This design comes from an exercise in tuning for small area, a short achievable clock period and few clock cycles on the open sky130 flow, not from production work. Only simulation tests tie the RTL to the original design; equivalence was not proved. Power and IR drop assume default switching activity.

**flow/constraint.sdc**
```tcl
create_clock -name core_clock -period 15.0 [get_ports {clk}]
set_input_delay 3.0000 -clock core_clock [delete_from_list [all_inputs] [get_ports {clk}]]
set_output_delay 3.0000 -clock core_clock [all_outputs]
set_load 0.01 [all_outputs]
```
**flow/run.sh**
```bash
#!/bin/bash
# synth_recipe.tcl (not shown) runs the flow's synth.tcl, then flattens the netlist and writes it again
# the make line also repeats each setting of config.mk as NAME=value (left out here)
make -C /OpenROAD-flow-scripts/flow DESIGN_CONFIG=/design/flow/config.mk WORK_HOME=/design/flow/orfs CLKGATE_MAP_FILE= SYNTH_SCRIPT=/design/flow/synth_recipe.tcl finish
```
**flow/config.mk**
```make
export PLATFORM = sky130hd
export DESIGN_NAME = courier_core
export DESIGN_NICKNAME = courier_core
export VERILOG_FILES = /design/flow/design.v
export SDC_FILE = /design/flow/constraint.sdc
export NUM_CORES = 4
export LEC_CHECK = 0
export ABC_CLOCK_PERIOD_IN_PS = 4000
export CAP_MARGIN = 60
export CORE_MARGIN = 2
export CORE_UTILIZATION = 40
export PLACE_DENSITY = 0.6
export SLEW_MARGIN = 60
```
**flow/design.v**
```verilog
module courier_core (
    input  wire        clk,
    input  wire        rst,           
    output wire [13:0] imem_addr,
    input  wire [31:0] imem_rdata,
    output wire [9:0]  dmem_addr,
    output wire        dmem_we,
    output wire [3:0]  dmem_be,
    output wire [31:0] dmem_wdata,
    input  wire [31:0] dmem_rdata,
    output reg         halted,
    output reg  [3:0]  halt_cause,    
    output reg  [31:0] halt_info,
    output reg  [14:0] halt_pc
);
    localparam [3:0] C_ILLEGAL = 4'h1, C_IMEM = 4'h2, C_DMEM_RANGE = 4'h3,
                     C_ALIGN = 4'h5, C_TRAP = 4'hB;
    localparam R_ADD = 0, R_AND = 1, R_OR = 2, R_XOR = 3, R_SHR = 4, R_SHL = 5,
               R_SW16 = 6, R_SW32 = 7, R_CRC = 8, R_BFX = 9, R_BFI = 10, R_PASSB = 11;
    localparam NSEL = 12;
    localparam B_REG = 3'd0, B_SIMM = 3'd1, B_ZIMM = 3'd2, B_LUI = 3'd3,
               B_LINK = 3'd4, B_WORD = 3'd5, B_PC = 3'd6;
    reg [31:0] regs [1:31];
    reg [31:1] rv;                  
    reg        fz, fn, fc, fv;
    reg [14:0] pc_f;                
    reg        a_v;                 
    reg [14:0] a_pc;
    reg        a_pt, i_pt;          
    localparam NB = 4;
    reg [NB-1:0] bt_v;
    reg [13:0] bt_tag [0:NB-1];
    reg [13:0] bt_tgt [0:NB-1];
    reg [1:0]  bt_ptr;
    reg        bt_hit;
    reg [13:0] bt_t;
    integer    q;
    always @* begin
        bt_hit = 1'b0;
        bt_t = 14'd0;
        for (q = 0; q < NB; q = q + 1)
            if (bt_v[q] && bt_tag[q] == pc_f[13:0] && !pc_f[14]) begin
                bt_hit = 1'b1;
                bt_t = bt_t | bt_tgt[q];
            end
    end
    reg        i_v;
    reg [14:0] i_pc;
    reg [31:0] i_w;
    reg [20:0] i_btgt;              
    reg [4:0]  i_rbp;               
    reg        i_bnext;             
    reg        e_v;
    reg [14:0] e_pc;
    reg [31:0] e_A, e_B;
    reg [1:0]  e_wa, e_wb;          
    reg [15:0] e_imm;
    reg [4:0]  e_rd;
    reg [NSEL-1:0] e_sel;
    reg        e_sub, e_wr, e_zn, e_cv, e_ld, e_st;
    reg [1:0]  e_size;              
    reg        e_br, e_bl, e_bnext, e_bbad, e_jr;
    reg        e_pt;                
    reg        e_ptb;               
    reg        e_bok;               
    reg [14:0] e_seq;               
    reg [3:0]  e_cond;
    reg [20:0] e_btgt;
    reg        e_ptrap, e_yield;
    reg [3:0]  e_pcause;
    reg [1:0]  e_shk;               
    reg [2:0]  e_cnt;               
    reg        e_mul;
    reg [31:0] e_ms, e_mc;          
    reg        m_v, m_ld;
    reg [4:0]  m_rd;
    reg [31:0] m_res;
    reg [1:0]  m_size, m_lane;
    reg        m_st;
    reg [9:0]  m_addr;
    reg [3:0]  m_be;
    reg [31:0] m_data;
    reg        w_v, w_ld;
    reg [4:0]  w_rd;
    reg [31:0] w_res;
    reg [1:0]  w_size, w_lane;
    function [31:0] crc32c_byte(input [31:0] c_in, input [7:0] d);
        reg [31:0] x;
        begin
            x = c_in ^ {24'd0, d};
            crc32c_byte[0] = ^(x & 32'h0000011F);
            crc32c_byte[1] = ^(x & 32'h0000023F);
            crc32c_byte[2] = ^(x & 32'h0000047E);
            crc32c_byte[3] = ^(x & 32'h000008FC);
            crc32c_byte[4] = ^(x & 32'h000010E6);
            crc32c_byte[5] = ^(x & 32'h000020D2);
            crc32c_byte[6] = ^(x & 32'h000040BA);
            crc32c_byte[7] = ^(x & 32'h0000806A);
            crc32c_byte[8] = ^(x & 32'h000100D5);
            crc32c_byte[9] = ^(x & 32'h000200B5);
            crc32c_byte[10] = ^(x & 32'h00040074);
            crc32c_byte[11] = ^(x & 32'h000800E8);
            crc32c_byte[12] = ^(x & 32'h001000CE);
            crc32c_byte[13] = ^(x & 32'h00200082);
            crc32c_byte[14] = ^(x & 32'h0040001A);
            crc32c_byte[15] = ^(x & 32'h00800035);
            crc32c_byte[16] = ^(x & 32'h0100006B);
            crc32c_byte[17] = ^(x & 32'h020000D7);
            crc32c_byte[18] = ^(x & 32'h040000B0);
            crc32c_byte[19] = ^(x & 32'h0800007F);
            crc32c_byte[20] = ^(x & 32'h100000FE);
            crc32c_byte[21] = ^(x & 32'h200000E3);
            crc32c_byte[22] = ^(x & 32'h400000D9);
            crc32c_byte[23] = ^(x & 32'h800000AC);
            crc32c_byte[24] = ^(x & 32'h00000046);
            crc32c_byte[25] = ^(x & 32'h0000008D);
            crc32c_byte[26] = ^(x & 32'h00000004);
            crc32c_byte[27] = ^(x & 32'h00000008);
            crc32c_byte[28] = ^(x & 32'h00000011);
            crc32c_byte[29] = ^(x & 32'h00000023);
            crc32c_byte[30] = ^(x & 32'h00000047);
            crc32c_byte[31] = ^(x & 32'h0000008F);
        end
    endfunction
    function [32:0] ks_add(input [31:0] a, input [31:0] b, input cin);
        reg [31:0] g, p, gg, pg;
        integer i, s;
        begin
            g = a & b;
            p = a ^ b;
            gg = g;
            pg = p;
            gg[0] = g[0] | (p[0] & cin);
            for (s = 1; s < 32; s = s * 2)
                for (i = 31; i >= s; i = i - 1) begin
                    gg[i] = gg[i] | (pg[i] & gg[i - s]);
                    pg[i] = pg[i] & pg[i - s];
                end
            ks_add = {gg[31], p ^ {gg[30:0], cin}};
        end
    endfunction
    function cond_holds(input [3:0] cc, input z, input n, input c, input v);
        begin
            case (cc)
                4'h0: cond_holds = z;
                4'h1: cond_holds = !z;
                4'h2: cond_holds = c;
                4'h3: cond_holds = !c;
                4'h4: cond_holds = n;
                4'h5: cond_holds = !n;
                4'h6: cond_holds = v;
                4'h7: cond_holds = !v;
                4'h8: cond_holds = c && !z;
                4'h9: cond_holds = !c || z;
                4'hA: cond_holds = (n == v);
                4'hB: cond_holds = (n != v);
                4'hC: cond_holds = !z && (n == v);
                4'hD: cond_holds = z || (n != v);
                default: cond_holds = 1'b1;
            endcase
        end
    endfunction
    reg [31:0] ld_val;
    always @* begin
        case (w_size)
            2'd2: ld_val = dmem_rdata;
            2'd1: ld_val = w_lane[1] ? {16'd0, dmem_rdata[31:16]} : {16'd0, dmem_rdata[15:0]};
            default: begin
                case (w_lane)
                    2'd0: ld_val = {24'd0, dmem_rdata[7:0]};
                    2'd1: ld_val = {24'd0, dmem_rdata[15:8]};
                    2'd2: ld_val = {24'd0, dmem_rdata[23:16]};
                    default: ld_val = {24'd0, dmem_rdata[31:24]};
                endcase
            end
        endcase
    end
    wire [31:0] w_val = w_ld ? ld_val : w_res;
    wire [31:0] eA = e_A;
    wire [31:0] eB = e_B;
    wire [31:0] bx      = e_sub ? ~eB : eB;
    wire [32:0] sum     = ks_add(eA, bx, e_sub);
    wire        z_add   = ((eA ^ bx) == {(eA[30:0] | bx[30:0]), e_sub});
    wire        add_v   = (eA[31] == bx[31]) && (sum[31] != eA[31]);
    wire [31:0] fhi     = (e_shk == 2'd3) ? eA : (e_shk == 2'd2) ? {32{eA[31]}} : 32'd0;
    wire [63:0] fsh     = {fhi, eA} >> eB[4:0];
    wire [31:0] shr_r   = fsh[31:0];
    wire [4:0]  shl_amt = e_sel[R_BFI] ? e_imm[4:0] : eB[4:0];
    wire [31:0] shl_r   = eA << shl_amt;
    wire [4:0]  bf_p    = e_imm[4:0];
    wire [4:0]  bf_wm1  = e_imm[9:5];
    wire [4:0]  bf_top  = bf_p + bf_wm1;
    reg  [31:0] bf_mask, bfi_m;
    integer k;
    always @* begin
        for (k = 0; k < 32; k = k + 1) begin
            bf_mask[k] = (k[4:0] <= bf_wm1);
            bfi_m[k]   = (k[4:0] >= bf_p) && (k[4:0] <= bf_top);
        end
    end
    wire        bfx_sgn = e_imm[10] && eA[bf_top];
    wire [31:0] bfx_r   = (shr_r & bf_mask) | (bfx_sgn ? ~bf_mask : 32'd0);
    wire [31:0] bfi_r   = (eB & ~bfi_m) | (shl_r & bfi_m);
    wire [31:0] crc_r   = crc32c_byte(e_B, e_A[7:0]);
    reg  [31:0] pp [0:9];
    reg  [31:0] cs_s, cs_c;
    integer j;
    function [63:0] csa(input [31:0] x, input [31:0] y, input [31:0] z);
        csa = {x ^ y ^ z, ((x & y) | (x & z) | (y & z)) << 1};
    endfunction
    reg [63:0] l1a, l1b, l1c, l2a, l2b, l3a, l4a, l5a;
    always @* begin
        for (j = 0; j < 8; j = j + 1)
            pp[j] = e_B[j] ? (e_A << j) : 32'd0;
        l1a = csa(pp[0], pp[1], pp[2]);
        l1b = csa(pp[3], pp[4], pp[5]);
        l1c = csa(pp[6], pp[7], e_ms);
        l2a = csa(l1a[63:32], l1a[31:0], l1b[63:32]);
        l2b = csa(l1b[31:0], l1c[63:32], l1c[31:0]);
        l3a = csa(l2a[63:32], l2a[31:0], l2b[63:32]);
        l4a = csa(l3a[63:32], l3a[31:0], l2b[31:0]);
        l5a = csa(l4a[63:32], l4a[31:0], e_mc);
        cs_s = l5a[63:32];
        cs_c = l5a[31:0];
    end
    wire [31:0] e_res_o =
          ({32{e_sel[R_AND]}}   & (eA & eB))
        | ({32{e_sel[R_OR]}}    & (eA | eB))
        | ({32{e_sel[R_XOR]}}   & (eA ^ eB))
        | ({32{e_sel[R_SHR]}}   & shr_r)
        | ({32{e_sel[R_SHL]}}   & shl_r)
        | ({32{e_sel[R_SW16]}}  & {eA[23:16], eA[31:24], eA[7:0], eA[15:8]})
        | ({32{e_sel[R_SW32]}}  & {eA[7:0], eA[15:8], eA[23:16], eA[31:24]})
        | ({32{e_sel[R_CRC]}}   & crc_r)
        | ({32{e_sel[R_BFX]}}   & bfx_r)
        | ({32{e_sel[R_BFI]}}   & bfi_r)
        | ({32{e_sel[R_PASSB]}} & eB);
    wire [31:0] e_res = e_res_o | ({32{e_sel[R_ADD]}} & sum[31:0]);
    wire        e_z   = e_sel[R_ADD] ? z_add : (e_res_o == 32'd0);
    wire [32:0] agu_s    = ks_add(eA, {{16{e_imm[15]}}, e_imm}, 1'b0);
    wire [31:0] agu      = agu_s[31:0];
    wire [2:0]  e_nbytes = (e_size == 2'd2) ? 3'd4 : (e_size == 2'd1) ? 3'd2 : 3'd1;
    wire        m_range  = ({1'b0, agu} + {30'd0, e_nbytes}) > 33'd4096;
    wire        m_align  = (e_size == 2'd2) ? (agu[1:0] != 2'b00) :
                           (e_size == 2'd1) ? agu[0] : 1'b0;
    wire        m_trap   = (e_ld || e_st) && (m_range || m_align);
    wire        st_ok    = (agu[31:12] == 20'd0) && !m_align;
    wire        br_take  = e_br && cond_holds(e_cond, fz, fn, fc, fv);
    wire        br_trap  = br_take && e_bbad;
    wire        jr_ok    = (eA[31:14] == 18'd0);
    wire        jr_trap  = e_jr && !jr_ok;
    wire        br_jump  = br_take && e_bok;
    wire        e_redirect = e_v && ((e_br && (br_jump != e_pt)) || (e_jr && jr_ok));
    wire [14:0] e_target = e_br ? (e_pt ? e_seq : {1'b0, e_btgt[13:0]}) : {1'b0, eA[13:0]};
    wire        e_wait   = (e_wa != 2'd0) || (e_wb != 2'd0);
    wire        e_hold   = e_v && ((e_cnt != 3'd0) || e_wait);
    wire        e_done   = e_v && !e_hold;
    wire        e_trap   = e_ptrap || m_trap || br_trap || jr_trap;
    wire        e_halt   = e_done && (e_trap || e_yield);
    wire        e_wr_now = e_wr && (!e_bl || br_take);
    wire        e_fwd    = e_v && e_wr_now && !e_ld;
    reg  [3:0]  t_cause;
    reg  [31:0] t_info;
    always @* begin
        if (e_ptrap) begin t_cause = e_pcause; t_info = eB; end
        else if (e_ld || e_st) begin t_cause = m_range ? C_DMEM_RANGE : C_ALIGN; t_info = agu; end
        else if (e_br) begin t_cause = C_IMEM; t_info = {{11{e_btgt[20]}}, e_btgt}; end
        else if (e_jr) begin t_cause = C_IMEM; t_info = eA; end
        else begin t_cause = 4'd0; t_info = 32'd0; end
    end
    reg [3:0]  st_be;
    reg [31:0] st_data;
    always @* begin
        case (e_size)
            2'd2: begin st_be = 4'b1111; st_data = eB; end
            2'd1: begin st_be = agu[1] ? 4'b1100 : 4'b0011; st_data = {eB[15:0], eB[15:0]}; end
            default: begin st_be = 4'b0001 << agu[1:0]; st_data = {4{eB[7:0]}}; end
        endcase
    end
    wire [31:0] di     = i_w;
    wire [14:0] d_pc   = i_pc;
    wire [5:0]  d_op   = di[31:26];
    wire [4:0]  d_rd   = di[25:21];
    wire [4:0]  d_ra   = di[20:16];
    wire [4:0]  d_rb   = di[15:11];
    wire [4:0]  d_aux  = di[10:6];
    wire [5:0]  d_func = di[5:0];
    wire [15:0] d_imm  = di[15:0];
    wire [4:0]  d_rbp  = i_rbp;                                        
    wire        w_hit_a = w_v && (w_rd == d_ra);
    wire        w_hit_b = w_v && (w_rd == d_rbp);
    wire        m_hit_a = m_v && (m_rd == d_ra);
    wire        m_hit_b = m_v && (m_rd == d_rbp);
    wire        e_hit_a = e_v && e_wr_now && (e_rd == d_ra);
    wire        e_hit_b = e_v && e_wr_now && (e_rd == d_rbp);
    wire [31:0] rf_a = (d_ra  == 5'd0) ? 32'd0 : (rv[d_ra]  ? regs[d_ra]  : 32'd0);
    wire [31:0] rf_b = (d_rbp == 5'd0) ? 32'd0 : (rv[d_rbp] ? regs[d_rbp] : 32'd0);
    wire        f_hit_a = e_fwd && (e_rd == d_ra);
    wire        f_hit_b = e_fwd && (e_rd == d_rbp);
    wire [31:0] d_va = f_hit_a ? e_res : m_hit_a ? m_res : w_hit_a ? w_val : rf_a;
    wire [31:0] d_vb = f_hit_b ? e_res : m_hit_b ? m_res : w_hit_b ? w_val : rf_b;
    wire [5:0]  bf_w   = {1'b0, d_imm[9:5]} + 6'd1;
    wire        bf_bad = ({1'b0, d_imm[4:0]} + bf_w) > 6'd32;
    wire [20:0] d_btgt = i_btgt;
    wire [14:0] d_link = d_pc + 15'd1;
    reg [NSEL-1:0] n_sel;
    reg        n_sub, n_wr, n_zn, n_cv, n_ld, n_st, n_br, n_bl, n_jr, n_ptrap, n_yield, n_mul;
    reg        n_useb;
    reg [1:0]  n_size, n_shk;
    reg [2:0]  n_cnt;
    reg [3:0]  n_pcause;
    reg [2:0]  n_bsrc;
    reg [4:0]  n_rd;
    reg        ill;
    always @* begin
        n_sel = {NSEL{1'b0}}; n_sub = 1'b0; n_wr = 1'b0; n_zn = 1'b0; n_cv = 1'b0;
        n_ld = 1'b0; n_st = 1'b0; n_br = 1'b0; n_bl = 1'b0; n_jr = 1'b0;
        n_ptrap = 1'b0; n_yield = 1'b0; n_mul = 1'b0; n_size = 2'd2; n_shk = 2'd0;
        n_cnt = 3'd0; n_pcause = C_ILLEGAL; n_bsrc = B_REG; n_rd = d_rd; ill = 1'b0;
        n_useb = 1'b0;
        case (d_op)
            6'h00: begin
                if (d_aux != 5'd0 && d_func != 6'h12) ill = 1'b1;
                else begin
                    case (d_func)
                        6'h00: begin n_sel[R_ADD] = 1'b1; n_wr = 1'b1; n_zn = 1'b1; n_cv = 1'b1; n_useb = 1'b1; end
                        6'h01: begin n_sel[R_ADD] = 1'b1; n_sub = 1'b1; n_wr = 1'b1; n_zn = 1'b1; n_cv = 1'b1; n_useb = 1'b1; end
                        6'h02: begin n_sel[R_AND] = 1'b1; n_wr = 1'b1; n_zn = 1'b1; n_useb = 1'b1; end
                        6'h03: begin n_sel[R_OR]  = 1'b1; n_wr = 1'b1; n_zn = 1'b1; n_useb = 1'b1; end
                        6'h04: begin n_sel[R_XOR] = 1'b1; n_wr = 1'b1; n_zn = 1'b1; n_useb = 1'b1; end
                        6'h05: begin n_sel[R_SHL] = 1'b1; n_wr = 1'b1; n_zn = 1'b1; n_useb = 1'b1; end
                        6'h06: begin n_sel[R_SHR] = 1'b1; n_shk = 2'd1; n_wr = 1'b1; n_zn = 1'b1; n_useb = 1'b1; end
                        6'h07: begin n_sel[R_SHR] = 1'b1; n_shk = 2'd2; n_wr = 1'b1; n_zn = 1'b1; n_useb = 1'b1; end
                        6'h08: begin n_sel[R_SHR] = 1'b1; n_shk = 2'd3; n_wr = 1'b1; n_zn = 1'b1; n_useb = 1'b1; end
                        6'h09: begin n_sel[R_ADD] = 1'b1; n_mul = 1'b1; n_cnt = 3'd4; n_wr = 1'b1; n_zn = 1'b1; n_useb = 1'b1; end
                        6'h0A: begin
                            if (d_rd != 5'd0) ill = 1'b1;
                            else begin n_sel[R_ADD] = 1'b1; n_sub = 1'b1; n_zn = 1'b1; n_cv = 1'b1; n_useb = 1'b1; end
                        end
                        6'h10: begin
                            if (d_rb != 5'd0) ill = 1'b1;
                            else begin n_sel[R_SW16] = 1'b1; n_wr = 1'b1; n_zn = 1'b1; end
                        end
                        6'h11: begin
                            if (d_rb != 5'd0) ill = 1'b1;
                            else begin n_sel[R_SW32] = 1'b1; n_wr = 1'b1; n_zn = 1'b1; end
                        end
                        6'h12: begin
                            if (d_rb != 5'd0 || d_aux > 5'd2) ill = 1'b1;
                            else begin
                                n_sel[R_CRC] = 1'b1; n_wr = 1'b1; n_zn = 1'b1; n_useb = 1'b1;
                                n_cnt = (d_aux == 5'd0) ? 3'd0 : (d_aux == 5'd1) ? 3'd1 : 3'd3;
                            end
                        end
                        6'h20, 6'h21: begin
                            if (d_rb != 5'd0 || (d_func == 6'h20 && d_rd != 5'd0)) ill = 1'b1;
                            else begin
                                n_sel[R_PASSB] = 1'b1; n_bsrc = B_LINK;
                                n_wr = (d_func == 6'h21);
                                n_jr = !(d_func == 6'h21 && d_rd != 5'd0 && d_rd == d_ra);
                            end
                        end
                        default: ill = 1'b1;
                    endcase
                end
            end
            6'h01: begin n_sel[R_ADD] = 1'b1; n_bsrc = B_SIMM; n_wr = 1'b1; n_zn = 1'b1; n_cv = 1'b1; end
            6'h02: begin n_sel[R_AND] = 1'b1; n_bsrc = B_ZIMM; n_wr = 1'b1; n_zn = 1'b1; end
            6'h03: begin n_sel[R_OR]  = 1'b1; n_bsrc = B_ZIMM; n_wr = 1'b1; n_zn = 1'b1; end
            6'h04: begin n_sel[R_XOR] = 1'b1; n_bsrc = B_ZIMM; n_wr = 1'b1; n_zn = 1'b1; end
            6'h05: begin
                if (d_ra != 5'd0) ill = 1'b1;
                else begin n_sel[R_PASSB] = 1'b1; n_bsrc = B_LUI; n_wr = 1'b1; end
            end
            6'h06: begin
                if (d_rd != 5'd0) ill = 1'b1;
                else begin n_sel[R_ADD] = 1'b1; n_sub = 1'b1; n_bsrc = B_SIMM; n_zn = 1'b1; n_cv = 1'b1; end
            end
            6'h07: begin
                if (d_imm[15:7] != 9'd0) ill = 1'b1;
                else begin
                    n_bsrc = B_ZIMM; n_wr = 1'b1; n_zn = 1'b1;
                    if (d_imm[6:5] == 2'd0) n_sel[R_SHL] = 1'b1;
                    else begin n_sel[R_SHR] = 1'b1; n_shk = d_imm[6:5]; end
                end
            end
            6'h08: begin
                if (d_imm[15:11] != 5'd0 || bf_bad) ill = 1'b1;
                else begin n_sel[R_BFX] = 1'b1; n_shk = 2'd1; n_bsrc = B_ZIMM; n_wr = 1'b1; n_zn = 1'b1; end
            end
            6'h09: begin
                if (d_imm[15:10] != 6'd0 || bf_bad) ill = 1'b1;
                else begin n_sel[R_BFI] = 1'b1; n_wr = 1'b1; n_zn = 1'b1; n_useb = 1'b1; end
            end
            6'h0A: begin n_ld = 1'b1; n_wr = 1'b1; n_size = 2'd2; end
            6'h0B: begin n_ld = 1'b1; n_wr = 1'b1; n_size = 2'd1; end
            6'h0C: begin n_ld = 1'b1; n_wr = 1'b1; n_size = 2'd0; end
            6'h0D: begin n_st = 1'b1; n_size = 2'd2; n_useb = 1'b1; end
            6'h0E: begin n_st = 1'b1; n_size = 2'd1; n_useb = 1'b1; end
            6'h0F: begin n_st = 1'b1; n_size = 2'd0; n_useb = 1'b1; end
            6'h18, 6'h19: begin
                if (di[21:20] != 2'd0 || di[25:22] == 4'hF) ill = 1'b1;
                else begin
                    n_br = 1'b1;
                    if (d_op == 6'h19) begin
                        n_bl = 1'b1; n_wr = 1'b1; n_rd = 5'd31;
                        n_sel[R_PASSB] = 1'b1; n_bsrc = B_LINK;
                    end
                end
            end
            6'h2F: begin
                if (di[25:0] != 26'd0) ill = 1'b1;
                else n_yield = 1'b1;
            end
            6'h30: begin
                if (di[25:16] != 10'd0) ill = 1'b1;
                else begin n_ptrap = 1'b1; n_pcause = C_TRAP; n_bsrc = B_ZIMM; end
            end
            default: ill = 1'b1;
        endcase
        if (ill || d_pc[14]) begin
            n_sel = {NSEL{1'b0}}; n_wr = 1'b0; n_zn = 1'b0; n_cv = 1'b0; n_ld = 1'b0; n_st = 1'b0;
            n_br = 1'b0; n_bl = 1'b0; n_jr = 1'b0; n_yield = 1'b0; n_mul = 1'b0; n_cnt = 3'd0;
            n_ptrap = 1'b1; n_useb = 1'b0;
            n_pcause = d_pc[14] ? C_IMEM : C_ILLEGAL;
            n_bsrc = d_pc[14] ? B_PC : B_WORD;
        end
        if (n_rd == 5'd0) n_wr = 1'b0;
    end
    reg [31:0] d_B;
    always @* begin
        case (n_bsrc)
            B_REG:   d_B = d_vb;
            B_SIMM:  d_B = {{16{d_imm[15]}}, d_imm};
            B_ZIMM:  d_B = {16'd0, d_imm};
            B_LUI:   d_B = {d_imm, 16'd0};
            B_LINK:  d_B = {17'd0, d_link};
            B_WORD:  d_B = di;
            default: d_B = {17'd0, d_pc};
        endcase
    end
    wire [1:0] n_wa = (e_hit_a && e_ld) ? 2'd2 : (!e_hit_a && m_hit_a && m_ld) ? 2'd1 : 2'd0;
    wire [1:0] n_wb = ((n_bsrc != B_REG) || !n_useb) ? 2'd0 :
                      (e_hit_b && e_ld) ? 2'd2 : (!e_hit_b && m_hit_b && m_ld) ? 2'd1 : 2'd0;
    wire       e_acc   = !e_hold;
    wire       e_v_n   = e_acc ? (i_v && !e_redirect) : 1'b1;
    wire [1:0] e_wa_n  = e_acc ? n_wa : ((e_wa != 2'd0) ? e_wa - 2'd1 : 2'd0);
    wire [1:0] e_wb_n  = e_acc ? n_wb : ((e_wb != 2'd0) ? e_wb - 2'd1 : 2'd0);
    wire [2:0] e_cnt_n = e_acc ? ((i_v && !e_redirect) ? n_cnt : 3'd0) :
                         e_wait ? e_cnt : ((e_cnt != 3'd0) ? e_cnt - 3'd1 : 3'd0);
    wire       hold_n  = e_v_n && ((e_cnt_n != 3'd0) || (e_wa_n != 2'd0) || (e_wb_n != 2'd0));
    wire ir_free  = !i_v || !e_hold;           
    wire d_isbr    = i_v && (di[31:27] == 5'b01100) && (di[21:20] == 2'd0) &&
                     (di[25:22] != 4'hF) && !d_pc[14];
    wire d_fstable = !(e_v && (e_zn || e_cv));
    wire d_tok     = !(d_btgt[20] || (d_btgt[19:14] != 6'd0)) && !i_bnext;
    wire d_pt      = d_isbr && d_tok &&
                     (d_fstable ? cond_holds(di[25:22], fz, fn, fc, fv) : di[19]);
    wire d_redirect = d_pt && !i_pt && !e_hold && !e_redirect;
    assign imem_addr  = pc_f[13:0];
    assign dmem_addr  = m_addr;
    assign dmem_we    = m_st;
    assign dmem_be    = m_be;
    assign dmem_wdata = m_data;
    always @(posedge clk) begin
        if (rst) begin
            pc_f <= 15'd0; a_v <= 1'b0;
            bt_v <= {NB{1'b0}}; bt_ptr <= 2'd0;
            i_v <= 1'b0;
            e_v <= 1'b0; e_cnt <= 3'd0; e_wa <= 2'd0; e_wb <= 2'd0;
            m_v <= 1'b0; m_st <= 1'b0; w_v <= 1'b0;
            fz <= 1'b0; fn <= 1'b0; fc <= 1'b0; fv <= 1'b0;
            rv <= 31'd0;
            halted <= 1'b0;
        end else begin
            if (e_redirect) begin
                a_v <= 1'b0; pc_f <= e_target;
                i_v <= 1'b0;
            end else if (d_redirect) begin
                a_v <= 1'b0; pc_f <= {1'b0, d_btgt[13:0]};
                i_v <= 1'b0;
            end else begin
                a_v <= 1'b1;
                if (!hold_n) pc_f <= bt_hit ? {1'b0, bt_t} : pc_f + 15'd1;
                if (!e_hold) i_v <= a_v;
            end
            e_v <= e_v_n; e_cnt <= e_cnt_n; e_wa <= e_wa_n; e_wb <= e_wb_n;
            if (e_done) begin
                if (e_zn) begin fz <= e_z; fn <= e_res[31]; end
                if (e_cv) begin fc <= sum[32]; fv <= add_v; end
            end
            if (!halted) halted <= e_halt;
            if (e_done && e_br && br_jump && !e_ptb) begin
                bt_v[bt_ptr] <= 1'b1;
                bt_ptr <= bt_ptr + 2'd1;
            end
            m_v  <= e_done && e_wr_now;
            m_st <= e_done && e_st && st_ok && !halted;
            w_v  <= m_v;
            if (w_v) rv[w_rd] <= 1'b1;
        end
    end
    always @(posedge clk) begin
        a_pc <= pc_f;
        if (e_redirect || d_redirect) a_pt <= 1'b0;
        else a_pt <= bt_hit;
        if (!e_redirect && !d_redirect && !e_hold) begin
            i_pc <= a_pc; i_w <= imem_rdata; i_pt <= a_pt;
            i_btgt <= {6'd0, a_pc} + {imem_rdata[19], imem_rdata[19:0]};
            i_bnext <= (imem_rdata[19:0] == 20'd1);
            i_rbp <= ((imem_rdata[31:26] == 6'h00) && (imem_rdata[5:4] == 2'b00)) ?
                     imem_rdata[15:11] : imem_rdata[25:21];
        end
        if (!e_hold) begin
            e_pc <= d_pc; e_A <= d_va; e_B <= d_B; e_imm <= d_imm;
            e_rd <= n_rd; e_sel <= n_sel; e_sub <= n_sub; e_wr <= n_wr;
            e_zn <= n_zn; e_cv <= n_cv; e_ld <= n_ld; e_st <= n_st; e_size <= n_size;
            e_br <= n_br; e_bl <= n_bl; e_bnext <= i_bnext;
            e_bbad <= d_btgt[20] || (d_btgt[19:14] != 6'd0);
            e_jr <= n_jr; e_cond <= di[25:22]; e_btgt <= d_btgt;
            e_pt <= d_pt || i_pt; e_ptb <= i_pt;
            e_seq <= d_link; e_bok <= d_tok;
            e_ptrap <= n_ptrap; e_yield <= n_yield; e_pcause <= n_pcause;
            e_shk <= n_shk; e_mul <= n_mul; e_ms <= 32'd0; e_mc <= 32'd0;
        end else begin
            if (e_wait) begin
                if (e_wa == 2'd1) e_A <= w_val;
                if (e_wb == 2'd1) e_B <= w_val;
            end else if (e_cnt != 3'd0) begin
                if (e_mul) begin
                    if (e_cnt == 3'd1) begin
                        e_A <= cs_s; e_B <= cs_c;
                    end else begin
                        e_ms <= cs_s; e_mc <= cs_c;
                        e_A <= {eA[23:0], 8'd0};
                        e_B <= {8'd0, eB[31:8]};
                    end
                end else begin
                    e_B <= crc_r;
                    e_A <= {8'd0, eA[31:8]};
                end
            end
        end
        if (!halted) begin
            halt_cause <= t_cause; halt_info <= t_info; halt_pc <= e_pc;
        end
        if (e_done && e_br && br_jump && !e_ptb) begin
            bt_tag[bt_ptr] <= e_pc[13:0];
            bt_tgt[bt_ptr] <= e_btgt[13:0];
        end
        m_rd <= e_rd; m_ld <= e_ld;
        m_res <= e_res; m_size <= e_size; m_lane <= agu[1:0];
        m_addr <= agu[11:2]; m_be <= st_be; m_data <= st_data;
        w_rd <= m_rd; w_ld <= m_ld;
        w_res <= m_res; w_size <= m_size; w_lane <= m_lane;
        if (w_v) regs[w_rd] <= w_val;
    end
endmodule
```
==> impl_results.md, run 1 <==
- Routed via count divided by cell count: ~6.5
- Maximum vdd ir drop: ~0.00012 V
- Final Hold Viols: 0
- Post-route fraction of the period consumed by the critical path: 0.405
- Number of fill cells: 22,700
- Seq/Total Area, Yosys: 0.471
- Number of buffers inserted by post-CTS setup repair: 0
- PD cells: 101 nW/um^2
- First-pass iteration count of the detailed router: 8
- Fraction of layout instances using a drive strength above 1: 0.200
- Relative slew slack: 0.555
- Period minus WS final: ~6.1 ns
- Die area: 259,000 um^2
- Class of the most critical setup path: in2reg
- WP buf/inv: 3
- Count of pins over their slew limit: 0
- Crit path largest cell delay: about 0.62 ns
- Vias after detailed routing: slightly below 80,000
- Total global routing track utilization: 0.318
- Met2 layer wire length in the routed design: between 150,000 and 200,000 um
- First-pass GRT wire length: ~600,000 um
- Clock tree skew after final layout: approximately 0.076 ns
- Number of antenna violations at the first check in global routing: 20
- CTS Buf Count: between 150 and 200
- Hold-fix buffers, CTS: 0
- Remaining Overflow, GRT: 0
- IO buf count: 178
- Cell at the root of the clock tree: clkbuf_16
- TritonCTS clock tree: yes
- Distinct cell type count after synthesis: slightly below 100
- Layout-stage area growth over the synthesis result: 14.9%
- Clock sinks: 1,692
- Maximum net fanout on the critical path: 4
- DIE WIDTH: 509 um
- Fmax achieved: 164 MHz
- Worst path top cell family by delay: compound AO/OA/AOI/OAI gates
- Clk buf depth: 3
- Detailed placement HPWL: around 280,000 um
- Initial Util: 0.401
- Total number of placement rows: between 150 and 200
- Cell area after synthesis: around 100,000 um^2
- WL per Instance: ~35 um
- Uppermost layer routed: met5
- Crit path capture type: flip-flop
- H-tree depth: 4
- Element type at the critical path start: input port
- Post-route DRC: 0
- Classification of the worst-slack hold path: reg2reg
- Required arrival time at the worst endpoint: around 16 ns
- Maximum number of pins on one net before global-route repair: 71
- Syn Nets: 8,931
- Dominant register cell in the synthesized netlist: edfxtp_1
- Final GP Congestion: roughly 1.0
- Setup-violating endpoint count in the final report: 0
- Warnings, synthesis: 2
- Count of instances resized after the clock tree is built: 0
- Most common library cell in the layout ignoring fill and taps: edfxtp_1
- Number of ports placed on the die boundary: between 150 and 200
- Die Y: 509 um
- Total negative setup slack: 0 ns
- Series of cell instances along the critical path: clkdlybuf4s50_1 -> ha_1 -> inv_1 -> fa_1 -> nor2b_1 -> o21ai_0 -> a21boi_0 -> o21ai_0 -> a21boi_0 -> o21ai_0 -> a21boi_0 -> o21ai_0 -> a21oi_1 -> a221oi_1 -> dlymetal6s2s_1 -> o21ba_2 -> o21a_1
- Post-DRT Antenna Nets: 0
- Critical path's slowest cell: clkdlybuf4s50_1
- Post-synthesis async set-or-reset flop share: 0
- Final Util: 0.461
- Wire length on met1: 158,000 um
- Leak: roughly 42 nW
- Commonest cells after routing, fill and taps aside: edfxtp_1 (1,405), nand2_1 (680), mux4_2 (669)
- Data arrival time of the critical path: 6.72 ns
- Flop and latch count out of synthesis: around 1,700
- Avg Inst Size Synth: roughly 12 um^2
- Most common cell on crit path: o21ai_0
- Number of global-route vias before repair: 75,900
- Sum of routed wire length over all layers: roughly 420,000 um
- Clock transition at the register clock pins on the worst setup and hold paths after CTS: 0.07 ns
- Starting DRC count in detailed routing: 11,100
- Post-Syn Instances: roughly 8,400
- Status: complete, no violations
- Insertion delay to the later sink of the worst-skew pair: around 0.9 ns
- Count of max-cap constraint violations: 0
- Core Area: between 200,000 and 300,000 um^2
- RSZ-0062 raised after global routing: false
- Nets@finish: around 9,000
- Worst Max-Slew Pin Slew: around 0.67 ns
- Number of enable flip-flop cells after synthesis: approximately 1,400
- Smallest hold slack: ~0.34 ns
- Metal3 WL: between 40,000 and 50,000 um
==> worst register-to-register path, stage by stage, from the launching register on <==
cell and delay (ns):
edfxtp_1 0.43, buf_4 0.25, inv_2 0.30, buf_4 0.41, buf_4 0.44, nor2_1 0.12
fa_1 0.50, inv_1 0.06, fa_1 0.53, inv_1 0.05, fa_1 0.49, inv_1 0.06
fa_1 0.38, fa_1 0.42, o21ai_0 0.40, o21ai_1 0.29, nand2_1 0.18, a21oi_1 0.08
a21oi_1 0.13, a21boi_0 0.19
==> Yosys cell counts (218+ instances only) <==
cell type | n | area [um^2]
a21oi_1 | 498 | 2490
edfxtp_1 | 1405 | 42200
fa_1 | 218 | 4360
mux2i_1 | 262 | 2620
o21ai_0 | 340 | 1700
clkbuf_1 | 532 | 2000
inv_1 | 540 | 2030
nor2_1 | 594 | 2230
nand2_1 | 686 | 2570
mux4_2 | 669 | 15100
dfxtp_1 | 287 | 5750
ha_1 | 229 | 2870
==> registers in the layout (all words and copies together) (netlist names), 31 cells and up, named ones only <==
register,cells
bt_tag,56
bt_tgt,56
w_res,32
e_B,32
halt_info,32
rv,31
i_w,32
regs,992
e_A,32
m_res,32
m_data,32
e_ms,32
==> per-layer routing <==
metal,global-route usage,up-vias
met4,0.191,6
met2,0.490,4994
met1,0.413,39800
met5,0,-
li1,-,32000
met3,0.0687,1173
==> logic make-up (layout without fill, tap and decap cells) <==
group           Yosys count  after routing  synth area share
simple gates           1946           1946            0.0873
compound gates         1760           1760             0.114
flops                  1692           1692             0.471
buf+inv                1238           1437            0.0467
mux                     988            988             0.180
fa+ha+maj               447            447            0.0710
xor+xnor                347            347            0.0300
other cells               0             22                 0
==> worst paths after layout <==
kind / endpoint / startpoint / slack, ns / depth (start not counted)
worst max register to register: e_B[31] / e_B[3] / 9.14 / 19
worst min register to register: w_lane[0] / m_lane[0] / 0.34 / 0
worst min-delay path: w_lane[0] / m_lane[0] / 0.34 / 0
worst max-delay path: i_btgt[20] / imem_rdata[0] / 8.92 / 17
==> stage by stage <==
step / worst slack (ns) / power [mW] / std cells / instance area, um^2
3_3_place_gp: 8.04 / 6.80 / 11500 / 108000
6_report: 8.92 / 11.8 / 12000 / 117000
5_1_grt: 8.54 / 12.1 / 12000 / 117000
3_5_place_dp: 8.09 / 6.87 / 11600 / 110000
2_1_floorplan: 9.25 / 6.17 / 8418 / 102000
4_1_cts: 9.03 / 11.8 / 12000 / 116000
==> cell type report <==
type                       instances  area, um^2  area share
multi-input combinational       5488       50500       0.431
sequential                      1692       48000       0.410
timing repair buffer             546        5580      0.0477
clock buffer                     227        4900      0.0419
tap                             3366        4210      0.0360
inverter                         546        2080      0.0177
clock inverter                   118        1730      0.0148
antenna                           22        55.1    0.000471
==> report_power, final <==
part / leakage [nW] / switching, mW / total (mW) / internal, mW
sequential: 16.0 / 0.0784 / 5.19 / 5.11
combinational: 22.5 / 1.03 / 1.65 / 0.616
clock: 3.19 / 2.05 / 4.94 / 2.89
total: 41.7 / 3.16 / 11.8 / 8.62
Testbench counts, summed over its fixed seeds: cycles 253,483.
==> run 2, diff against run 1 <==
--- a/flow/design.v
+++ b/flow/design.v
@@ -27,6 +27,7 @@
     reg        a_v;                 
     reg [14:0] a_pc;
     reg        a_pt, i_pt;          
+    reg [13:0] a_ptgt, i_ptgt;      
     localparam NB = 4;
     reg [NB-1:0] bt_v;
     reg [13:0] bt_tag [0:NB-1];
@@ -62,6 +63,7 @@
     reg        e_br, e_bl, e_bnext, e_bbad, e_jr;
     reg        e_pt;                
     reg        e_ptb;               
+    reg [13:0] e_ptgt;
     reg        e_bok;               
     reg [14:0] e_seq;               
     reg [3:0]  e_cond;
@@ -250,7 +252,9 @@
     wire        jr_ok    = (eA[31:14] == 18'd0);
     wire        jr_trap  = e_jr && !jr_ok;
     wire        br_jump  = br_take && e_bok;
-    wire        e_redirect = e_v && ((e_br && (br_jump != e_pt)) || (e_jr && jr_ok));
+    wire        jr_pred  = e_ptb && (eA[13:0] == e_ptgt);
+    wire        e_redirect = e_v && ((e_br && (br_jump != e_pt)) || (e_jr && jr_ok && !jr_pred));
+    wire        bt_new   = e_done && ((e_br && br_jump) || (e_jr && jr_ok)) && !e_ptb;
     wire [14:0] e_target = e_br ? (e_pt ? e_seq : {1'b0, e_btgt[13:0]}) : {1'b0, eA[13:0]};
     wire        e_wait   = (e_wa != 2'd0) || (e_wb != 2'd0);
     wire        e_hold   = e_v && ((e_cnt != 3'd0) || e_wait);
@@ -456,6 +460,7 @@
     wire d_tok     = !(d_btgt[20] || (d_btgt[19:14] != 6'd0)) && !i_bnext;
     wire d_pt      = d_isbr && d_tok &&
                      (d_fstable ? cond_holds(di[25:22], fz, fn, fc, fv) : di[19]);
+    wire [32:0] i_btgt_n = ks_add({17'd0, a_pc}, {{12{imem_rdata[19]}}, imem_rdata[19:0]}, 1'b0);
     wire d_redirect = d_pt && !i_pt && !e_hold && !e_redirect;
     assign imem_addr  = pc_f[13:0];
     assign dmem_addr  = m_addr;
@@ -490,7 +495,7 @@
                 if (e_cv) begin fc <= sum[32]; fv <= add_v; end
             end
             if (!halted) halted <= e_halt;
-            if (e_done && e_br && br_jump && !e_ptb) begin
+            if (bt_new) begin
                 bt_v[bt_ptr] <= 1'b1;
                 bt_ptr <= bt_ptr + 2'd1;
             end
@@ -504,9 +509,10 @@
         a_pc <= pc_f;
         if (e_redirect || d_redirect) a_pt <= 1'b0;
         else a_pt <= bt_hit;
+        a_ptgt <= bt_t;
         if (!e_redirect && !d_redirect && !e_hold) begin
-            i_pc <= a_pc; i_w <= imem_rdata; i_pt <= a_pt;
-            i_btgt <= {6'd0, a_pc} + {imem_rdata[19], imem_rdata[19:0]};
+            i_pc <= a_pc; i_w <= imem_rdata; i_pt <= a_pt; i_ptgt <= a_ptgt;
+            i_btgt <= i_btgt_n[20:0];
             i_bnext <= (imem_rdata[19:0] == 20'd1);
             i_rbp <= ((imem_rdata[31:26] == 6'h00) && (imem_rdata[5:4] == 2'b00)) ?
                      imem_rdata[15:11] : imem_rdata[25:21];
@@ -518,7 +524,7 @@
             e_br <= n_br; e_bl <= n_bl; e_bnext <= i_bnext;
             e_bbad <= d_btgt[20] || (d_btgt[19:14] != 6'd0);
             e_jr <= n_jr; e_cond <= di[25:22]; e_btgt <= d_btgt;
-            e_pt <= d_pt || i_pt; e_ptb <= i_pt;
+            e_pt <= d_pt || i_pt; e_ptb <= i_pt; e_ptgt <= i_ptgt;
             e_seq <= d_link; e_bok <= d_tok;
             e_ptrap <= n_ptrap; e_yield <= n_yield; e_pcause <= n_pcause;
             e_shk <= n_shk; e_mul <= n_mul; e_ms <= 32'd0; e_mc <= 32'd0;
@@ -544,9 +550,9 @@
         if (!halted) begin
             halt_cause <= t_cause; halt_info <= t_info; halt_pc <= e_pc;
         end
-        if (e_done && e_br && br_jump && !e_ptb) begin
+        if (bt_new) begin
             bt_tag[bt_ptr] <= e_pc[13:0];
-            bt_tgt[bt_ptr] <= e_btgt[13:0];
+            bt_tgt[bt_ptr] <= e_br ? e_btgt[13:0] : eA[13:0];
         end
         m_rd <= e_rd; m_ld <= e_ld;
         m_res <= e_res; m_size <= e_size; m_lane <= agu[1:0];
==> impl_results.md, run 2 <==
- Initial Util: 0.403 (+0.00147)
- Crit path largest cell delay: 0.56 ns (-0.06 ns)
- Post-synthesis async set-or-reset flop share: 0 (unchanged)
- Count of instances resized after the clock tree is built: 0 (unchanged)
- Count of max-cap constraint violations: 0 (unchanged)
- Core Area: 257,000 um^2 (+1.5%)
- Die Y: 513 um (+0.90%)
- Distinct cell type count after synthesis: 111 (+12%)
- Commonest cells after routing, fill and taps aside: edfxtp_1 (1,433), nand2_1 (710), mux4_2 (682)
- IO buf count: 178 (unchanged)
- Total number of placement rows: 186 (+0.54%)
- Nets@finish: 9,133 (+1.8%)
- Relative slew slack: 0.531 (-0.0238)
- Dominant register cell in the synthesized netlist: edfxtp_1
- Count of placed standard cells including taps: 11,800 (+1.6%)
- First-pass iteration count of the detailed router: 8 (unchanged)
- Clock transition at the register clock pins on the worst setup and hold paths after CTS: 0.07 ns (about the same)
- Maximum vdd ir drop: 0.000131 V (+6.0%)
- Classification of the worst-slack hold path: reg2reg
- Cell area after synthesis: 104,000 um^2 (+1.8%)
- Critical path's slowest cell: fa_1
- Remaining Overflow, GRT: 0 (unchanged)
- Cell type with the highest aggregate area in the netlist: edfxtp_1
- Largest registers ranked by flip-flop count: regs: 992 flops, bt_tag: 56 flops, bt_tgt: 56 flops
- Required arrival time at the worst endpoint: 15.58 ns (-0.05 ns)
- Post-route DRC: 0 (unchanged)
- Number of ports placed on the die boundary: 179 (unchanged)
- CTS Buf Count: 185 (+1.1%)
- Total non-filler cell area in the finished layout: 118,000 um^2 (+1.1%)
- Clock sinks: 1,734 (+2.5%)
- Fmax achieved: 159 MHz (-3.5%)
- DIE WIDTH: 513 um (+0.90%)
- Die area: 263,000 um^2 (+1.8%)
- Flop and latch count out of synthesis: 1,734 (+2.5%)
- Number of buffers inserted by post-CTS setup repair: 0 (unchanged)
- Portion of synthesized cell area occupied by the leading cell type: 0.415 (+0.000665)
- Final GP Congestion: 1.03 (-1.7%)
- Post-route fraction of the period consumed by the critical path: 0.420 (+0.0149)
- Number of antenna violations at the first check in global routing: 17 (-15%)
- Worst Max-Slew Pin Slew: 0.699 ns (+0.0330 ns)
- Routed via count divided by cell count: 6.51 (+0.12%)
- First-pass GRT wire length: 586,000 um (+0.16%)
- Post-Syn Instances: 8,577 (+1.9%)
- Cell types with the largest area share after synthesis: edfxtp_1 (41%), mux4_2 (15%), dfxtp_1 (5.8%)
- Fraction of layout instances using a drive strength above 1: 0.198 (-0.00145)
- Status: complete, no violations
- Detailed placement HPWL: 283,000 um (+1.2%)
- H-tree depth: 4 (unchanged)
- Maximum number of pins on one net before global-route repair: 124 (+75%)
- Setup-violating endpoint count in the final report: 0 (unchanged)
- TritonCTS clock tree: yes
- RSZ-0062 raised after global routing: false
- Total negative setup slack: 0 ns (unchanged)
- Number of global-route vias before repair: 76,900 (+1.4%)
- Clk buf depth: 3 (unchanged)
- WL per Instance: 34.3 um (-1.5%)
- Seq/Total Area, Yosys: 0.473 (+0.00235)
- Hold-fix buffers, CTS: 0 (unchanged)
- Most frequently used cell type in the post-synthesis netlist: edfxtp_1
- Cell at the root of the clock tree: clkbuf_16
- Leak: 42.4 nW (+1.7%)
- Vias after detailed routing: 79,200 (+1.5%)
- Total global routing track utilization: 0.311 (-0.00761)
- PD cells: 110 nW/um^2 (+8.8%)
- Series of cell instances along the critical path: buf_4 -> clkbuf_8 -> inv_2 -> buf_4 -> buf_12 -> nor2_1 -> fa_1 -> inv_1 -> fa_1 -> inv_1 -> fa_1 -> inv_1 -> fa_1 -> inv_1 -> fa_1 -> a222oi_1 -> clkdlybuf4s15_2 -> nor2_1 -> nor3_1 -> a31oi_1
- Clock tree skew after final layout: 0.0644 ns (-0.0117 ns)
- Number of enable flip-flop cells after synthesis: 1,433 (+2.0%)
- Starting DRC count in detailed routing: 11,200 (+0.98%)
- Element type at the critical path start: flip-flop
- Count of pins over their slew limit: 0 (unchanged)
- Smallest hold slack: 0.323 ns (-0.0165 ns)
- Post-DRT Antenna Nets: 0 (unchanged)
- Layout-stage area growth over the synthesis result: 14.1%
- Most common library cell in the layout ignoring fill and taps: edfxtp_1
- Sum of routed wire length over all layers: 417,000 um (-0.18%)
- Maximum net fanout on the critical path: 60 (+56)
- Final Hold Viols: 0 (unchanged)
- Warnings, synthesis: 2 (unchanged)
- Placed instance area: 112,000 um^2 (+1.7%)
- Max FFs per register: 992 (unchanged)
- Insertion delay to the later sink of the worst-skew pair: 0.88 ns (-0.02 ns)
- Top post-synthesis cells by count: edfxtp_1 (1,433), nand2_1 (716), mux4_2 (682)
- Non-filler instance count after layout: 12,200 (+1.3%)
- Largest register by flop count: regs
- Syn Nets: 9,089 (+1.8%)
- Class of the most critical setup path: reg2reg
- Avg Inst Size Synth: 12.1 um^2 (about the same)
- Most common cell on crit path: fa_1
- Period minus WS final: 6.30 ns (+0.224 ns)
- Crit path capture type: flip-flop
- Data arrival time of the critical path: 6.88 ns (+0.16 ns)
[run 2: cell count changes after synthesis, moves of 25 or more]
cell	change
buf_1	+25
clkbuf_1	-45
edfxtp_1	+28
mux2i_1	-35
nand2_1	+30
nor2_1	+46
o21ai_0	+38
xnor2_1	+30
[run 2: kinds of logic (layout without fill, tap and decap cells)]
family                     after synthesis  after routing  synth area share
and+or+nand+nor                       2000           2000            0.0868
AOI/OAI and AO/OA                     1788           1788             0.113
DFF                                   1734           1734             0.473
buffers and inverters                 1253           1447            0.0472
muxes                                  967            967             0.177
adders and majority gates              446            446            0.0696
xor gates and xnor gates               389            389            0.0335
other                                    0             12                 0
[run 2: final cells by class]
type                       instances  area (um^2)
fill                           23000       139000
multi-input combinational       5590        51000
sequential                      1734        49100
timing repair buffer             556         5530
clock buffer                     240         5000
tap                             3384         4230
inverter                         554         2110
clock inverter                    97         1230
antenna                           12         30.0
[run 2: final timing paths]
| path | start | to | slack [ns] | cells past startpoint |
|---|---|---|---|---|
| worst max-delay path | e_B[1] | e_B[20] | 8.70 | 20 |
| worst min-delay path | m_size[0] | w_size[0] | 0.32 | 0 |
| worst min register to register | m_size[0] | w_size[0] | 0.32 | 0 |
| worst max register to register | e_B[1] | e_B[20] | 8.70 | 20 |
[run 2: worst max-delay path: cells and delay by family, from the launching register on]
| kind | cells | cell delay, ns |
|---|---|---|
| adder cells (fa/ha/maj) | 5 | 2.57 |
| buffers and inverters | 10 | 2.08 |
| AO/OA/AOI/OAI | 2 | 0.57 |
| flip-flops | 1 | 0.37 |
| AND/OR/NAND/NOR | 3 | 0.33 |
[run 2: metrics by stage]
stage / power (mW) / utilization / setup WS (ns)
2_1_floorplan: 7.00 / - / 8.97
3_5_place_dp: 8.17 / 0.434 / 8.03
5_1_grt: 13.3 / 0.459 / 8.56
6_report: 13.0 / 0.460 / 8.70
3_3_place_gp: 8.06 / 0.425 / 7.48
4_1_cts: 12.9 / 0.458 / 8.91
[run 2: where the power goes]
part	total [mW]	internal (mW)	switching (mW)
combinational	2.87	1.02	1.85
sequential	5.34	5.26	0.0835
clock	4.74	2.70	2.04
[run 2: metal layers]
metal / vias to the layer above / GRT usage / routed length (um)
li1: 32400 / - / -
met1: 40300 / 0.402 / 156000
met4: 10 / 0.184 / 29300
met5: - / 0 / 63
met2: 5256 / 0.477 / 188000
met3: 1207 / 0.0703 / 44000
Testbench counts of run 2, summed over its fixed seeds: cycles 246,413.
==> run 3, diff against run 2 <==
--- a/flow/design.v
+++ b/flow/design.v
@@ -48,7 +48,7 @@
     reg        i_v;
     reg [14:0] i_pc;
     reg [31:0] i_w;
-    reg [20:0] i_btgt;              
+    reg [13:0] i_btgt;              
     reg [4:0]  i_rbp;               
     reg        i_bnext;             
     reg        e_v;
@@ -305,7 +305,7 @@
     wire [31:0] d_vb = f_hit_b ? e_res : m_hit_b ? m_res : w_hit_b ? w_val : rf_b;
     wire [5:0]  bf_w   = {1'b0, d_imm[9:5]} + 6'd1;
     wire        bf_bad = ({1'b0, d_imm[4:0]} + bf_w) > 6'd32;
-    wire [20:0] d_btgt = i_btgt;
+    wire [20:0] d_btgt = {6'd0, d_pc} + {di[19], di[19:0]};
     wire [14:0] d_link = d_pc + 15'd1;
     reg [NSEL-1:0] n_sel;
     reg        n_sub, n_wr, n_zn, n_cv, n_ld, n_st, n_br, n_bl, n_jr, n_ptrap, n_yield, n_mul;
@@ -460,7 +460,6 @@
     wire d_tok     = !(d_btgt[20] || (d_btgt[19:14] != 6'd0)) && !i_bnext;
     wire d_pt      = d_isbr && d_tok &&
                      (d_fstable ? cond_holds(di[25:22], fz, fn, fc, fv) : di[19]);
-    wire [32:0] i_btgt_n = ks_add({17'd0, a_pc}, {{12{imem_rdata[19]}}, imem_rdata[19:0]}, 1'b0);
     wire d_redirect = d_pt && !i_pt && !e_hold && !e_redirect;
     assign imem_addr  = pc_f[13:0];
     assign dmem_addr  = m_addr;
@@ -482,7 +481,7 @@
                 a_v <= 1'b0; pc_f <= e_target;
                 i_v <= 1'b0;
             end else if (d_redirect) begin
-                a_v <= 1'b0; pc_f <= {1'b0, d_btgt[13:0]};
+                a_v <= 1'b0; pc_f <= {1'b0, i_btgt};
                 i_v <= 1'b0;
             end else begin
                 a_v <= 1'b1;
@@ -512,7 +511,7 @@
         a_ptgt <= bt_t;
         if (!e_redirect && !d_redirect && !e_hold) begin
             i_pc <= a_pc; i_w <= imem_rdata; i_pt <= a_pt; i_ptgt <= a_ptgt;
-            i_btgt <= i_btgt_n[20:0];
+            i_btgt <= a_pc[13:0] + imem_rdata[13:0];
             i_bnext <= (imem_rdata[19:0] == 20'd1);
             i_rbp <= ((imem_rdata[31:26] == 6'h00) && (imem_rdata[5:4] == 2'b00)) ?
                      imem_rdata[15:11] : imem_rdata[25:21];
==> impl_results.md, run 3 <==
- Die Y: 513 um (about the same)
- Final Util: 0.461 (+0.00122)
- Insertion delay to the later sink of the worst-skew pair: 0.88 ns (about the same)
- Largest register by flop count: regs
- Portion of synthesized cell area occupied by the leading cell type: 0.414 (-0.00129)
- Required arrival time at the worst endpoint: 15.55 ns (-0.03 ns)
- Worst path top cell family by delay: compound AO/OA/AOI/OAI gates
- Period minus WS final: 5.72 ns (-0.587 ns)
- Relative slew slack: 0.512 (-0.0192)
- Layout-stage area growth over the synthesis result: 14.5%
- DIE WIDTH: 513 um (about the same)
- Number of fill cells: 22,800 (-1.0%)
- Largest registers ranked by flip-flop count: regs: 992 flops, bt_tag: 56 flops, bt_tgt: 56 flops
- Count of max-cap constraint violations: 0 (unchanged)
- Total global routing track utilization: 0.314 (+0.00308)
- Die area: 263,000 um^2 (-0.18%)
- Sum of routed wire length over all layers: 420,000 um (+0.55%)
- Compound-gate portion of the synthesized area: 0.110 (-0.00268)
- Main combinational cell family by area after synthesis: multiplexers
- Reg-to-reg slack, setup: 9.28 ns (+0.59 ns)
- Cell types with the largest area share after synthesis: edfxtp_1 (41%), mux4_2 (15%), dfxtp_1 (5.8%)
- Starting DRC count in detailed routing: 11,900 (+6.0%)
- Most common library cell in the layout ignoring fill and taps: edfxtp_1
- Number of enable flip-flop cells after synthesis: 1,426 (-0.49%)
- Post-synthesis mux area share: 0.181 (+0.00332)
- Flop and latch count out of synthesis: 1,727 (-0.40%)
- Cell area after synthesis: 104,000 um^2 (-0.18%)
- PD cells: 109 nW/um^2 (-0.39%)
- Count of instances resized after the clock tree is built: 0 (unchanged)
- First-pass GRT wire length: 591,000 um (+0.90%)
- Cell type with the highest aggregate area in the netlist: edfxtp_1
- WL per Instance: 34.4 um (+0.23%)
- Crit path capture type: flip-flop
- Vias after detailed routing: 80,000 (+1.0%)
- Final Hold Viols: 0 (unchanged)
- Post-Syn Instances: 8,570 (-0.082%)
- Commonest cells after routing, fill and taps aside: edfxtp_1 (1,426), nand2_1 (700), mux4_2 (671)
- Warnings, synthesis: 2 (unchanged)
- Series of cell instances along the critical path: buf_4 -> inv_1 -> ha_1 -> xor2_4 -> xnor2_1 -> xnor2_1 -> a21oi_1 -> o21ai_0 -> a221o_1 -> a21oi_1 -> o31ai_1 -> buf_4 -> a21o_1 -> a221oi_1 -> a31oi_1
- Initial Util: 0.403 (about the same)
- Data arrival time of the critical path: 6.27 ns (-0.61 ns)
- Post-synthesis async set-or-reset flop share: 0 (unchanged)
- Top post-synthesis cells by count: edfxtp_1 (1,426), nand2_1 (704), mux4_2 (671)
- Count of pins over their slew limit: 0 (unchanged)
- WP buf/inv: 3 (-7)
- CTS Buf Count: 184 (-0.54%)
- Adder-cell share of the synthesized area: 0.0718 (+0.00225)
- Most frequently used cell type in the post-synthesis netlist: edfxtp_1
- Count of placed standard cells including taps: 11,800 (+0.16%)
- Maximum vdd ir drop: 0.000120 V (-7.9%)
- Clk buf depth: 3 (unchanged)
- Worst Max-Slew Pin Slew: 0.725 ns (+0.0261 ns)
- H-tree depth: 4 (unchanged)
- Syn Nets: 9,099 (+0.11%)
- Avg Inst Size Synth: 12.1 um^2 (about the same)
- Leak: 42.4 nW (+0.18%)
- Area of the multi-input gates: 51,200 um^2 (+0.40%)
- First-pass iteration count of the detailed router: 9 (+1)
- Non-filler instance count after layout: 12,200 (+0.32%)
- Maximum net fanout on the critical path: 24 (-60%)
- Number of buffers inserted by post-CTS setup repair: 0 (unchanged)
- Clock transition at the register clock pins on the worst setup and hold paths after CTS: 0.06 ns (about the same)
- Sequential cell area: 48,900 um^2 (-0.41%)
- Area fraction in and, or, nand and nor cells after synthesis: 0.0850 (-0.00180)
- Crit path largest cell delay: 0.64 ns (+0.08 ns)
- Class of the most critical setup path: reg2reg
- Cell at the root of the clock tree: clkbuf_16
- Maximum number of pins on one net before global-route repair: 87 (-30%)
- Hold-fix buffers, CTS: 0 (unchanged)
- Total number of placement rows: 186 (unchanged)
- Clock tree skew after final layout: 0.0754 ns (+0.0111 ns)
- Distinct cell type count after synthesis: 96 (-14%)
- Routed via count divided by cell count: 6.55 (+0.68%)
- Total negative setup slack: 0 ns (unchanged)
- Status: complete, no violations
- Dominant register cell in the synthesized netlist: edfxtp_1
- Final GP Congestion: 1.08 (+4.8%)
- IO buf count: 178 (unchanged)
- Core Area: 257,000 um^2 (about the same)
- Number of global-route vias before repair: 77,000 (+0.11%)
- Post-Synth XOR/XNOR Area: 0.0336 (+0.000144)
- Setup-violating endpoint count in the final report: 0 (unchanged)
- Clock sinks: 1,727 (-0.40%)
- Remaining Overflow, GRT: 0 (unchanged)
- Post-route fraction of the period consumed by the critical path: 0.381 (-0.0391)
- Fraction of layout instances using a drive strength above 1: 0.198 (-0.000653)
- Number of ports placed on the die boundary: 179 (unchanged)
- TritonCTS clock tree: yes
- Element type at the critical path start: flip-flop
- Post-DRT Antenna Nets: 0 (unchanged)
- RSZ-0062 raised after global routing: false
- Fmax achieved: 175 MHz (+10%)
- Detailed placement HPWL: 283,000 um (-0.14%)
- Classification of the worst-slack hold path: reg2reg
- Post-route DRC: 0 (unchanged)
- Nets@finish: 9,172 (+0.43%)
- Seq/Total Area, Yosys: 0.472 (-0.00119)
- Critical path's slowest cell: ha_1
- Max FFs per register: 992 (unchanged)
- Number of antenna violations at the first check in global routing: 34 (+17)
## run 3: logic make-up after synthesis
logic type / after synthesis
AND/OR/NAND/NOR: 1958
AO/OA/AOI/OAI: 1744
flip-flops: 1727
buffers and inverters: 1264
multiplexers: 1022
adder cells (fa/ha/maj): 463
XOR/XNOR: 392
## run 3: metrics by stage
step                      power (mW)  setup WS, ns  hold WS, ns  area [um^2]
after floorplan                 6.94          8.71        0.310       104000
after global placement          7.99          8.49        0.316       109000
after detailed placement        8.09          8.65        0.312       112000
after CTS                       12.8          9.38        0.342       118000
after global routing            13.3          9.25        0.352       118000
final                           12.9          9.28        0.345       118000
## run 3: metal layers
| layer | wire, um | track usage | share of wire | vias to the layer above |
|---|---|---|---|---|
| met5 | 95 | 0.00110 | 0.00023 | - |
| met1 | 158000 | 0.415 | 0.38 | 40500 |
| met3 | 47000 | 0.0730 | 0.11 | 1330 |
| met2 | 183000 | 0.465 | 0.44 | 5578 |
| met4 | 31900 | 0.199 | 0.076 | 14 |
| li1 | - | - | - | 32500 |
## run 3: cell type report
type / instances / area share
Sequential cell: 1727 / 0.413
Tap cell: 3384 / 0.0357
Inverter: 580 / 0.0187
Clock buffer: 228 / 0.0411
Multi-Input combinational cell: 5579 / 0.432
Antenna cell: 22 / 0.000465
Clock inverter: 115 / 0.0122
Timing Repair Buffer: 571 / 0.0466
## run 3: worst paths after layout
path / start / endpoint / cells past startpoint
max: e_A[6] / e_B[4] / 15
min: m_lane[0] / w_lane[0] / 0
max reg2reg: e_A[6] / e_B[4] / 15
min reg2reg: m_lane[0] / w_lane[0] / 0
## run 3: power by group
part	switching (mW)	total, mW	internal [mW]
logic	1.83	2.84	1.01
registers	0.0791	5.31	5.23
clock network	2.07	4.77	2.71
total	3.97	12.9	8.95
Testbench counts of run 3, summed over its fixed seeds: cycles 246,413.
==> run 4, diff against run 3 <==
--- a/flow/config.mk
+++ b/flow/config.mk
@@ -9,5 +9,7 @@
 export CAP_MARGIN = 60
 export CORE_MARGIN = 2
 export CORE_UTILIZATION = 40
+export CTS_CLUSTER_DIAMETER = 60
+export CTS_CLUSTER_SIZE = 30
 export PLACE_DENSITY = 0.6
 export SLEW_MARGIN = 60
==> impl_results.md, run 4 <==
- Post-DRT Antenna Nets: 0 (unchanged)
- Largest registers ranked by flip-flop count: regs: 992 flops, bt_tag: 56 flops, bt_tgt: 56 flops
- Number of fill cells: 22,900 (+0.47%)
- First-pass iteration count of the detailed router: 8 (-1)
- Top post-synthesis cells by count: edfxtp_1 (1,426), nand2_1 (704), mux4_2 (671)
- Fraction of layout instances using a drive strength above 1: 0.194 (-0.00327)
- Count of max-cap constraint violations: 0 (unchanged)
- Most common library cell in the layout ignoring fill and taps: edfxtp_1
- Period minus WS final: 5.68 ns (-0.0412 ns)
- Series of cell instances along the critical path: ha_1 -> fa_2 -> mux4_2 -> mux4_2 -> nand2_1 -> a21boi_2 -> buf_4 -> and2_2 -> a31oi_1 -> a21boi_1 -> o21ai_0 -> a221oi_1 -> a31oi_1
- Cell at the root of the clock tree: clkbuf_16
- Fmax achieved: 176 MHz (+0.73%)
- Clock transition at the register clock pins on the worst setup and hold paths after CTS: 0.10 ns (+0.04 ns)
- Distinct cell type count after synthesis: 96 (unchanged)
- Die area: 263,000 um^2 (unchanged)
- Number of ports placed on the die boundary: 179 (unchanged)
- Data arrival time of the critical path: 6.21 ns (-0.06 ns)
- Post-synthesis async set-or-reset flop share: 0 (unchanged)
- Avg Inst Size Synth: 12.1 um^2 (unchanged)
- Hold-fix buffers, CTS: 0 (unchanged)
- Sum of routed wire length over all layers: 419,000 um (-0.23%)
- WL per Instance: 34.6 um (+0.64%)
- Number of antenna violations at the first check in global routing: 33 (-2.9%)
- Crit path capture type: flip-flop
- Cell area after synthesis: 104,000 um^2 (unchanged)
- Detailed placement HPWL: 283,000 um (unchanged)
- Number of global-route vias before repair: 76,300 (-0.89%)
- Clk buf depth: 3 (unchanged)
- H-tree depth: 4 (unchanged)
- Status: complete, no violations
- Layout-stage area growth over the synthesis result: 13.1%
- Max FFs per register: 992 (unchanged)
- Smallest hold slack: 0.323 ns (-0.0218 ns)
- Post-route fraction of the period consumed by the critical path: 0.378 (-0.00275)
- Leak: 41.7 nW (-1.7%)
- Portion of synthesized cell area occupied by the leading cell type: 0.414 (unchanged)
- Clock sinks: 1,727 (unchanged)
- TritonCTS clock tree: yes
- Count of instances resized after the clock tree is built: 0 (unchanged)
- Maximum net fanout on the critical path: 18 (-25%)
- RSZ-0062 raised after global routing: false
- Syn Nets: 9,099 (unchanged)
- Required arrival time at the worst endpoint: 15.54 ns (about the same)
- Setup-violating endpoint count in the final report: 0 (unchanged)
- Count of pins over their slew limit: 0 (unchanged)
- Nets@finish: 9,121 (-0.56%)
- Final Hold Viols: 0 (unchanged)
- PD cells: 103 nW/um^2 (-5.2%)
- IO buf count: 178 (unchanged)
- Worst Max-Slew Pin Slew: 0.730 ns (+0.00480 ns)
- Post-Syn Instances: 8,570 (unchanged)
- DIE WIDTH: 513 um (unchanged)
- Most frequently used cell type in the post-synthesis netlist: edfxtp_1
- Initial Util: 0.403 (unchanged)
- Total number of placement rows: 186 (unchanged)
- Starting DRC count in detailed routing: 11,900 (+0.36%)
- Critical path's slowest cell: fa_2
- Core Area: 257,000 um^2 (unchanged)
- Post-route DRC: 0 (unchanged)
- Seq/Total Area, Yosys: 0.472 (unchanged)
- Routed via count divided by cell count: 6.54 (-0.15%)
- Largest register by flop count: regs
- Maximum number of pins on one net before global-route repair: 87 (unchanged)
- Die Y: 513 um (unchanged)
- Commonest cells after routing, fill and taps aside: edfxtp_1 (1,426), nand2_1 (700), mux4_2 (671)
- Cell types with the largest area share after synthesis: edfxtp_1 (41%), mux4_2 (15%), dfxtp_1 (5.8%)
- Flop and latch count out of synthesis: 1,727 (unchanged)
- Dominant register cell in the synthesized netlist: edfxtp_1
- Final GP Congestion: 1.08 (unchanged)
- Class of the most critical setup path: reg2reg
- First-pass GRT wire length: 589,000 um (-0.33%)
- Classification of the worst-slack hold path: reg2reg
- Maximum vdd ir drop: 0.000134 V (+11%)
- Vias after detailed routing: 79,200 (-1.0%)
- Number of buffers inserted by post-CTS setup repair: 0 (unchanged)
- Crit path largest cell delay: 0.76 ns (+0.12 ns)
- Element type at the critical path start: flip-flop
- Relative slew slack: 0.508 (-0.00323)
- Warnings, synthesis: 2 (unchanged)
- Cell type with the highest aggregate area in the netlist: edfxtp_1
- Overall power after layout: 12.1 mW (-6.4%)
- Number of enable flip-flop cells after synthesis: 1,426 (unchanged)
- CTS Buf Count: 130 (-29%)
- Clock tree skew after final layout: 0.0758 ns (+0.000372 ns)
- Total negative setup slack: 0 ns (unchanged)
- Total global routing track utilization: 0.313 (-0.000885)
- Remaining Overflow, GRT: 0 (unchanged)
- Insertion delay to the later sink of the worst-skew pair: 0.87 ns (about the same)
## run 4: cell type report
class | instances | area [um^2] | area share
Tap cell | 3384 | 4230 | 0.0362
Clock inverter | 104 | 1600 | 0.0137
Sequential cell | 1727 | 48900 | 0.418
Inverter | 580 | 2210 | 0.0189
Clock buffer | 137 | 3280 | 0.0280
Antenna cell | 16 | 40.0 | 0.000342
Timing Repair Buffer | 574 | 5540 | 0.0473
Multi-Input combinational cell | 5579 | 51200 | 0.438
## run 4: critical path: cells and delay by family, from the launching register on
family | cells | cell delay (ns)
AOI/OAI and AO/OA | 6 | 1.89
and+or+nand+nor | 2 | 0.51
adders and majority gates | 2 | 1.10
DFF | 1 | 0.65
muxes | 2 | 1.02
buffers and inverters | 1 | 0.21
## run 4: cell families after synthesis
group,share of synthesized area
AO/OA/AOI/OAI,0.110
XOR/XNOR,0.0336
adder cells (fa/ha/maj),0.0718
buffers and inverters,0.0472
flip-flops,0.472
multiplexers,0.181
AND/OR/NAND/NOR,0.0850
## run 4: path summary, 6_finish.rpt
kind,startpoint,endpoint,slack (ns),depth (start not counted)
setup reg to reg,e_imm[5],e_B[5],9.32,13
setup / recovery,e_imm[5],e_B[5],9.32,13
hold / removal,m_res[4],w_res[4],0.32,0
hold reg to reg,m_res[4],w_res[4],0.32,0
## run 4: report_power, final
group	switching [mW]	total, mW	internal (mW)
Sequential	0.0791	5.31	5.23
Combinational	1.82	2.83	1.01
Clock	2.12	3.97	1.85
## run 4: layer usage
metal / wire length, um / up-vias / GRT usage
met3: 47300 / 1289 / 0.0758
met4: 31600 / 12 / 0.195
met1: 158000 / 40100 / 0.413
met5: 90 / - / 0
li1: - / 32400 / -
met2: 182000 / 5424 / 0.464
## run 4: metrics by stage
step	std cells	cell area [um^2]	setup WS, ns	util
after floorplan	8570	104000	8.71	-
after global placement	11700	109000	8.49	0.425
after detailed placement	11800	112000	8.65	0.434
after CTS	12100	116000	9.40	0.453
after global routing	12100	117000	9.27	0.455
final	12100	117000	9.32	0.455

Check on run 4: ideal ports give 9.323 ns setup slack; a clkbuf_16 on the clock port and buf_2 on the inputs give 9.323 ns; moving port delays by the midpoint clock arrival (0.922 ns) as well gives 8.625 ns.
